Background: an optimization exercise with open tools, aiming at small area. Do not read the settings as production practice.
At most, simulation tests tie the RTL to the original design; equivalence was not proved.
Power figures rest on the tool's default switching activity, not on a simulated workload.

Setup of juniper:
// mtr_sinc3
module mtr_sinc3 #(
    parameter NCH = 16,
    parameter W   = 28
) (
    input  wire             clk,
    input  wire             rst,        
    input  wire [1:0]       osr_sel,    
    input  wire             bit_en,     
    input  wire [NCH-1:0]   mi,         
    output reg              smp_valid,
    output wire [NCH*W-1:0] smp_data
);
    localparam NP = NCH / 2;    
    localparam WA = 25;         
    localparam WB = 27;         
    localparam WC = 28;         
    localparam WH = 21;         
    reg [1:0] osr_q;
    always @(posedge clk) begin
        if (rst)
            osr_q <= osr_sel;
    end
    reg            ph;
    reg            pend;
    reg            proc_b;
    reg  [NCH-1:0] xq;
    reg  [NP-1:0]  xqb;
    wire           proc_a = pend & ~ph;
    wire           proc   = proc_a | proc_b;
    always @(posedge clk) begin
        if (rst) begin
            ph     <= 1'b0;
            pend   <= 1'b0;
            proc_b <= 1'b0;
        end else begin
            ph     <= ~ph;
            pend   <= bit_en | (pend & ~proc_a);
            proc_b <= proc_a;
        end
    end
    integer k;
    always @(posedge clk) begin
        if (!rst && bit_en)
            xq <= mi;
        for (k = 0; k < NP; k = k + 1)
            xqb[k] <= xq[2*k+1];
    end
    reg  [14:0]   u;
    reg  [WH-1:0] h_a, h_b, h_c;
    reg           p0;       
    wire [1:0]    osr_i = rst ? osr_sel : osr_q;
    reg  [14:0]   s_step;   
    reg  [14:0]   u_last;   
    reg  [WH-1:0] hi_m;     
    reg           x_m;      
    reg  [WH-1:0] hb0, hc0;
    always @(*) begin
        case (osr_i)
            2'd0: begin
                s_step = 15'd512; u_last = 15'd32256; hi_m = {{(WH-15){1'b1}}, 15'd0}; x_m = u[14];
                hb0 = 21'd63 << 14; hc0 = 21'd65 << 14;
            end
            2'd1: begin
  ...
clock: 12.0 ns
lec_check: 0
abc_area: 1
cap_margin: 20
core_margin: 2
core_utilization: 65
place_density: 0.8
slew_margin: 20
standard.sh (not shown) runs the stock make flow with config.mk's settings and CLKGATE_MAP_FILE= SYNTH_SCRIPT=/design/flow/synth_recipe.tcl, a recipe that flattens the netlist after the stock synthesis.
==> flow/flow/run.sh <==
#!/bin/bash
# Layout flow: the standard ORFS flow (standard.sh, with the standard
# synthesis unchanged), with two changes: minimum-size port buffers, and a
# clock tree of clkbuf_16 buffers with larger sink clusters and no dummy
# loads. The make output goes to make_finish.log; ORFS keeps each step's own
# log under orfs/logs/.
set -euo pipefail
bash standard.sh \
  "BUFFER_PORTS_ARGS=-buffer_cell sky130_fd_sc_hd__buf_1" \
  "CTS_ARGS=-sink_clustering_enable -repair_clock_nets -dont_use_dummy_load -buf_list {sky130_fd_sc_hd__clkbuf_16} -sink_clustering_size 28 -sink_clustering_max_diameter 80" \
  finish > make_finish.log 2>&1
#### Input delta (harbor over juniper)
-- flow/flow/run.sh --
<<< juniper, line 8
bash standard.sh \
  "BUFFER_PORTS_ARGS=-buffer_cell sky130_fd_sc_hd__buf_1" \
  "CTS_ARGS=-sink_clustering_enable -repair_clock_nets -dont_use_dummy_load -buf_list {sky130_fd_sc_hd__clkbuf_16} -sink_clustering_size 28 -sink_clustering_max_diameter 80" \
  finish > make_finish.log 2>&1
>>> harbor, line 8
bash standard.sh \
  "BUFFER_PORTS_ARGS=-buffer_cell sky130_fd_sc_hd__buf_1" \
  "CTS_ARGS=-sink_clustering_enable -repair_clock_nets -dont_use_dummy_load -buf_list {sky130_fd_sc_hd__clkbuf_16} -sink_clustering_size 24 -sink_clustering_max_diameter 80" \
  finish > make_finish.log 2>&1
-- flow/config.mk --
<<< juniper, line 9
export CAP_MARGIN = 20
export CORE_MARGIN = 2
export CORE_UTILIZATION = 65
export PLACE_DENSITY = 0.8
export SLEW_MARGIN = 20
>>> harbor, line 9
export CAP_MARGIN = 20
export CORE_MARGIN = 2
export CORE_UTILIZATION = 55
export PLACE_DENSITY = 0.7
export SLEW_MARGIN = 20
Notes after the runs:
harbor | status: complete | timing, DRC, antenna: pass
Taking juniper as the reference, in harbor largest fanout on the critical path decreased by 42 relative to the old numbers, number of clock buffers inserted by TritonCTS increased by 12 relative to the old numbers.
Relative to juniper, required time reported for the critical path endpoint decreased by 0.04 ns in harbor.
For proportion of power drawn by combinational gates, juniper and harbor come out practically identical.
Between juniper and harbor, the flow reports routed wire length increasing by a few percent.
Lower via count normalized by instance count goes to harbor over juniper.
harbor vs juniper: final cycle utilization of the critical path down
Detailed-route wire length per cell went up slightly going from juniper to harbor.
Area added between synthesis and finish was higher in harbor than in juniper.


mtr_sinc3, a different RTL version from the one above (not shown whole).
Size: roughly 4700 cells after synthesis, roughly 1300 flip-flops, roughly 470 I/O pins, roughly 52000 sq um of cells after synthesis.
==> flow/config.mk <==
export PLATFORM = sky130hd
export DESIGN_NAME = mtr_sinc3
export DESIGN_NICKNAME = mtr_sinc3
export VERILOG_FILES = /design/flow/design.v
export SDC_FILE = /design/flow/constraint.sdc
export NUM_CORES = 4
export LEC_CHECK = 0
export CAP_MARGIN = 20
export CORE_MARGIN = 2
export CORE_UTILIZATION = 60
export CTS_BUF_LIST = sky130_fd_sc_hd__clkbuf_4 sky130_fd_sc_hd__clkbuf_8
export PLACE_DENSITY = 0.75
export SLEW_MARGIN = 20
==> flow/constraint.sdc <==
create_clock -name core_clock -period 12.0 [get_ports {clk}]
set_input_delay 2.4000 -clock core_clock [delete_from_list [all_inputs] [get_ports {clk}]]
set_output_delay 2.4000 -clock core_clock [all_outputs]
set_load 0.01 [all_outputs]
run.sh (not shown) runs the stock make flow with config.mk's settings and CLKGATE_MAP_FILE= SYNTH_SCRIPT=/design/flow/synth_recipe.tcl, a recipe that flattens the netlist after the stock synthesis.
Stock flow here: none of the scripts above is used.
Edit:
Settings changed: CORE_UTILIZATION 60 to 70, CTS_BUF_LIST sky130_fd_sc_hd__clkbuf_4 sky130_fd_sc_hd__clkbuf_8 to sky130_fd_sc_hd__clkbuf_2 sky130_fd_sc_hd__clkbuf_4, CTS_CLUSTER_SIZE set to 30, PLACE_DENSITY 0.75 to 0.85.
After rerunning: The new run went through all stages and came out clean. Power falls slightly. Sequential share of layout area rises by 0.48 points. Cell area falls slightly.
Function was not checked in any run of this note: the RTL went through the layout flow alone.

separate check: timing with driven ports:
The flow's constraints put no driver on any port. The routed layouts listed below were extracted and timed again, unchanged, in two steps. Step 1: set_driving_cell puts a clkbuf_16 on clk and a buf_2 on each other input, an assumption about the parent block. Step 2 times the ports against the registers' clock, not the clock port: input delays grow and output delays shrink by t, the midpoint of the rising clock arrivals with the driver on. a / b / c = ideal ports / drivers / drivers and shift; a / b = the first two.
| run | shift t [ns] | setup slack, ns | latest minus earliest clock arrival (ns) | worst slew at a driven data input, ns |
|---|---|---|---|---|
| juniper | 0.712 | 0.325 / 0.325 / 0.325 | 0.047 / 0.048 | 0.09 |
| harbor | 0.701 | 0.394 / 0.394 / 0.394 | 0.064 / 0.064 | 0.12 |
| the first run of note 2 | 0.934 | 0.237 / 0.237 / 0.237 | 0.065 / 0.066 | 0.05 |
| the second run of note 2 | 1.210 | 0.245 / 0.245 / 0.245 | 0.133 / 0.133 | 0.05 |
After both steps every run listed still meets setup and hold.
